What follows belongs to an exercise in optimizing a design on an open flow for small area, a short achievable clock period and few clock cycles per item; a production flow would make more cautious choices.
RTL that was checked went through simulation tests only; none was proved equivalent to the original.
The clock input has no modelled driver; a real chip could not lean on it and would need a root buffer or a full tree.
No activity file was given, so power comes from the tool's default toggle rates.

oak:
==> module h16_bfly, before the edit <==
module h16_bfly (
    input  wire        clk,
    input  wire        rst,
    input  wire        in_valid,
    input  wire [15:0] in_a,
    input  wire [15:0] in_b,
    input  wire        in_half,
    output reg         out_valid,
    output reg  [15:0] out_sum,
    output reg  [15:0] out_diff
);
    localparam [1:0] K_NUM = 2'd0, K_ZERO = 2'd1, K_INF = 2'd2, K_NAN = 2'd3;
    reg        v0, h0;
    reg [15:0] a0, b0;
    always @(posedge clk) begin
        a0 <= in_a;
        b0 <= in_b;
        h0 <= in_half;
        v0 <= in_valid & ~rst;
    end
    function automatic [1:0] gteq(input [14:0] x, input [14:0] y);
        reg [1:0] r;
        integer i;
        begin
            r = 2'b01;
            for (i = 0; i < 15; i = i + 1)
                r = {(x[i] & ~y[i]) | (~(x[i] ^ y[i]) & r[1]), ~(x[i] ^ y[i]) & r[0]};
            gteq = r;
        end
    endfunction
    wire       sa = a0[15], sb = b0[15];
    wire [7:0] ea = a0[14:7], eb = b0[14:7];
    wire       a_sub = ea == 8'd0, b_sub = eb == 8'd0;
    wire       a_max = &ea, b_max = &eb;
    wire       a_nan = a_max && (a0[6:0] != 7'd0);
    wire       b_nan = b_max && (b0[6:0] != 7'd0);
    wire       a_inf = a_max && (a0[6:0] == 7'd0);
    wire       b_inf = b_max && (b0[6:0] == 7'd0);
    wire [7:0] ma = {~a_sub, a0[6:0]}, mb = {~b_sub, b0[6:0]};
    wire [7:0] xa = {ea[7:1], ea[0] | a_sub}, xb = {eb[7:1], eb[0] | b_sub};
    wire [1:0] cmp  = gteq(b0[14:0], a0[14:0]);
    wire       swap = cmp[1];
    wire       same = cmp[0];
    wire       zz   = same && (a0[14:0] == 15'd0);
    wire [7:0] mx   = swap ? mb : ma;
    wire [7:0] my   = swap ? ma : mb;
    wire [7:0] xx   = swap ? xb : xa;
    wire [7:0] xy   = swap ? xa : xb;
    wire [7:0] d    = xx - xy;
    wire [3:0] ds   = d[3:0] | {4{d[7:4] != 4'd0}};
    wire [7:0] lim  = xx - {7'd0, h0};
    wire       add_sum = sa == sb;
    wire       s_sgn = swap ? sb : sa;
    wire       d_sgn = swap ? ~sb : sa;
    wire       nan_in = a_nan | b_nan;
    reg  [1:0] s_kind, d_kind;
    reg        s_sg, d_sg;
    always @* begin
        s_sg = s_sgn;
        d_sg = d_sgn;
        if (nan_in || (a_inf && b_inf && !add_sum)) begin
            s_kind = K_NAN;  s_sg = 1'b0;
        end else if (a_inf) begin
            s_kind = K_INF;  s_sg = sa;
        end else if (b_inf) begin
            s_kind = K_INF;  s_sg = sb;
        end else if (zz || (same && !add_sum)) begin
            s_kind = K_ZERO; s_sg = sa & sb;
        end else begin
            s_kind = K_NUM;
        end
        if (nan_in || (a_inf && b_inf && add_sum)) begin
            d_kind = K_NAN;  d_sg = 1'b0;
        end else if (a_inf) begin
            d_kind = K_INF;  d_sg = sa;
        end else if (b_inf) begin
            d_kind = K_INF;  d_sg = ~sb;
        end else if (zz || (same && add_sum)) begin
            d_kind = K_ZERO; d_sg = sa & ~sb;
        end else begin
            d_kind = K_NUM;
        end
    end
    reg        v1, add_sum1, s_sg1, d_sg1;
    reg [1:0]  s_kind1, d_kind1;
    reg [7:0]  mx1, my1, lim1;
    reg [3:0]  ds1;
    always @* begin
        v1 = v0;
        add_sum1 = add_sum;
        s_sg1 = s_sg;  d_sg1 = d_sg;
        s_kind1 = s_kind;  d_kind1 = d_kind;
        mx1 = mx;  my1 = my;  lim1 = lim;  ds1 = ds;
    end
    wire [21:0] sh  = {my1, 3'b000, 11'd0} >> ds1;
    wire [11:0] opy = {1'b0, sh[21:12], sh[11] | (sh[10:0] != 11'd0)};
    wire [11:0] opx = {1'b0, mx1, 3'b000};
    wire [11:0] ra  = opx + opy;
    wire [11:0] rs  = opx - opy;
    reg        v2, add_sum2, s_sg2, d_sg2;
    reg [1:0]  s_kind2, d_kind2;
    reg [7:0]  lim2;
    reg [10:0] ra2;
    reg [10:0] rs2;
    always @(posedge clk) begin
        v2 <= v1 & ~rst;
        add_sum2 <= add_sum1;
        s_sg2 <= s_sg1;  d_sg2 <= d_sg1;
        s_kind2 <= s_kind1;  d_kind2 <= d_kind1;
        lim2 <= lim1;
        ra2 <= {ra[11:2], ra[1:0] != 2'd0};
        rs2 <= rs[10:0];
    end
    wire        la2 = ~ra2[10] & (lim2 != 8'd0);
    wire [10:0] nax = la2 ? {ra2[9:0], 1'b0} : ra2;
    wire [9:0]  na2 = {nax[10:2], nax[1:0] != 2'd0};
    wire [11:0] mk  = (lim2 > 8'd11) ? 12'd0 : (12'h800 >> lim2[3:0]);
    wire [11:0] rm  = {1'b0, rs2[10:0]} | mk;
    reg  [3:0]  ls2;
    integer k;
    always @* begin
        ls2 = 4'd0;
        for (k = 0; k < 12; k = k + 1)
            if (rm[k]) ls2 = 4'd11 - k[3:0];
    end
    function automatic [8:0] inc9(input [8:0] x, input c);
        reg [8:0] p;
        integer i;
        begin
            p[0] = 1'b1;
            for (i = 1; i < 9; i = i + 1)
                p[i] = p[i-1] & x[i-1];
            inc9 = x ^ (p & {9{c}});
        end
    endfunction
    function automatic [15:0] rnd_enc(input [8:0] e, input [8:0] n);
        reg up;
        reg [8:0] f;
        begin
            up = n[1] & (n[2] | n[0]);
            f  = inc9({1'b0, n[8:2], 1'b1}, up);
            rnd_enc = {e + {8'd0, f[8]}, f[7:1]};
        end
    endfunction
    wire [8:0]  exa  = {1'b0, lim2} + {{8{la2 & ~na2[9]}}, la2 ^ na2[9]};
    wire [15:0] enca = rnd_enc(exa, na2[8:0]);
    wire [14:0] encf = (enca[15] | (&enca[14:7])) ? 15'h7F80 : enca[14:0];
    wire [11:0] ns   = {1'b0, rs2} << ls2;
    wire [8:0]  exs  = ({1'b0, lim2} + 9'd1 - {5'd0, ls2}) & {9{ns[11]}};
    wire [15:0] encs = rnd_enc(exs, {ns[10:3], ns[2:0] != 3'd0});
    function automatic [15:0] fin(input [1:0] kind, input sg, input [14:0] enc);
        reg isnum;
        begin
            isnum = kind == K_NUM;
            fin[15]   = sg;
            fin[14:7] = isnum ? enc[14:7] : {8{kind[1]}};
            fin[6:0]  = isnum ? enc[6:0] : {kind == K_NAN, 6'd0};
        end
    endfunction
    always @(posedge clk) begin
        if (rst) out_valid <= 1'b0;
        else     out_valid <= v2;
        out_sum  <= fin(s_kind2, s_sg2, add_sum2 ? encf : encs[14:0]);
        out_diff <= fin(d_kind2, d_sg2, add_sum2 ? encs[14:0] : encf);
    end
endmodule
clock: 20.0 ns
lec_check: 0
abc_area: 1
cap_margin: 20
core_margin: 2
core_utilization: 55
slew_margin: 20
standard.sh (not shown) runs the stock make flow with config.mk's settings and CLKGATE_MAP_FILE= SYNTH_SCRIPT=/design/flow/synth_recipe.tcl, a recipe that flattens the netlist after the stock synthesis.
==> flow/flow/run.sh <==
#!/bin/bash
# Layout flow:
# - synthesis: ORFS's own synthesis script (as standard.sh runs it), but with
#   ABC's area script replaced by flow/area.abc (AIG resynthesis with
#   &deepsyn, then chained dch/map/mfs2 passes aimed at 2.7 ns) and without adder-cell
#   extraction, so ABC maps the arithmetic itself; the registers come out
#   the same as in the standard synthesis;
# - plain buf_2 cells as the port buffers in place of the delay buffers the
#   placer picks by default (every port still gets one);
# - after CTS, a one-level clock tree (flow/mycts.tcl): the clock port drives
#   four clkbuf_16 cells, each feeding one cluster of registers; registers
#   are moved between clusters while that lowers the largest clock slew.
set -euo pipefail
rm -rf myscripts
cp -r "$FLOW_HOME/scripts" myscripts
cp flow/area.abc myscripts/abc_area.script
bash standard.sh SCRIPTS_DIR="$PWD/myscripts" ADDER_MAP_FILE= synth > synth.log 2>&1
bash standard.sh \
  BUFFER_PORTS_ARGS="-buffer_cell sky130_fd_sc_hd__buf_2" \
  CTS_ARGS="-sink_clustering_enable -repair_clock_nets -dont_use_dummy_load -buf_list sky130_fd_sc_hd__clkbuf_8 -root_buf sky130_fd_sc_hd__clkbuf_16" \
  POST_CTS_TCL="$PWD/flow/mycts.tcl" \
  finish > layout.log 2>&1
Other scripts of this flow, unchanged in this note and not shown: flow/flow/area.abc, flow/flow/mycts.tcl
Testbench counts of oak, summed over its fixed seeds: cycles 24,024, items 24,000.
For pine, these inputs were changed with respect to oak:
diff --git a/flow/design.v b/flow/design.v
--- a/flow/design.v
+++ b/flow/design.v
@@ -92,27 +92,28 @@
         s_kind1 = s_kind;  d_kind1 = d_kind;
         mx1 = mx;  my1 = my;  lim1 = lim;  ds1 = ds;
     end
     wire [21:0] sh  = {my1, 3'b000, 11'd0} >> ds1;
     wire [11:0] opy = {1'b0, sh[21:12], sh[11] | (sh[10:0] != 11'd0)};
-    wire [11:0] opx = {1'b0, mx1, 3'b000};
-    wire [11:0] ra  = opx + opy;
-    wire [11:0] rs  = opx - opy;
     reg        v2, add_sum2, s_sg2, d_sg2;
     reg [1:0]  s_kind2, d_kind2;
-    reg [7:0]  lim2;
-    reg [10:0] ra2;
-    reg [10:0] rs2;
+    reg [7:0]  lim2, mx2;
+    reg [11:0] opy2;
     always @(posedge clk) begin
         v2 <= v1 & ~rst;
         add_sum2 <= add_sum1;
         s_sg2 <= s_sg1;  d_sg2 <= d_sg1;
         s_kind2 <= s_kind1;  d_kind2 <= d_kind1;
         lim2 <= lim1;
-        ra2 <= {ra[11:2], ra[1:0] != 2'd0};
-        rs2 <= rs[10:0];
+        mx2 <= mx1;
+        opy2 <= opy;
     end
+    wire [11:0] opx = {1'b0, mx2, 3'b000};
+    wire [11:0] ra  = opx + opy2;
+    wire [11:0] rs  = opx - opy2;
+    wire [10:0] ra2 = {ra[11:2], ra[1:0] != 2'd0};
+    wire [10:0] rs2 = rs[10:0];
     wire        la2 = ~ra2[10] & (lim2 != 8'd0);
     wire [10:0] nax = la2 ? {ra2[9:0], 1'b0} : ra2;
     wire [9:0]  na2 = {nax[10:2], nax[1:0] != 2'd0};
     wire [11:0] mk  = (lim2 > 8'd11) ? 12'd0 : (12'h800 >> lim2[3:0]);
     wire [11:0] rm  = {1'b0, rs2[10:0]} | mk;
## What came out
Diff oak -> pine | worst path setup slack after routing | decrease of 270 ps. oak → pine: clock share of power saw an increase; compound-cell area share of the yosys netlist ~0 delta; placed wire-length estimate went up by about 8%. Multi-input logic area is lower on pine. | synthesized cell count | pine vs oak | 3 higher |. When the final numbers for oak and pine were put side by side, the area of the placeable core turned out to be greater in oak. pine ended with less net count reported at finish than oak. On post-layout minimum cycle time, oak beats pine.
Only the layout flow was run in pine; the RTL was not checked for function there. No run of this note takes its clock network from TritonCTS; it comes from the design's own scripts or RTL.

static timing again, ports no longer ideal:
No port has a modelled driver above. Below, the same layouts with a new extraction and two added sets of constraints.
Step 1 assumes that a clkbuf_16 drives the clock port and a buf_2 every other input.
Step 2 also shifts input and output timing later by t, the mid clock arrival at the registers, as if the neighbouring blocks saw the same clock.
Three values: ideal ports, drivers, drivers and shift; two values: the first two.
run | shift t [ns] | setup WS [ns] | hold WS [ns] | worst slew at a driven data input, ns | cell pins on the clock port's net
oak | 0.245 | 15.386 / 15.298 / 15.459 | 0.345 / 0.345 / 0.345 | 0.03 | 4
pine | 0.249 | 15.112 / 15.112 / 15.112 | 0.338 / 0.338 / 0.338 | 0.03 | 4
After both steps every run listed still meets setup and hold.
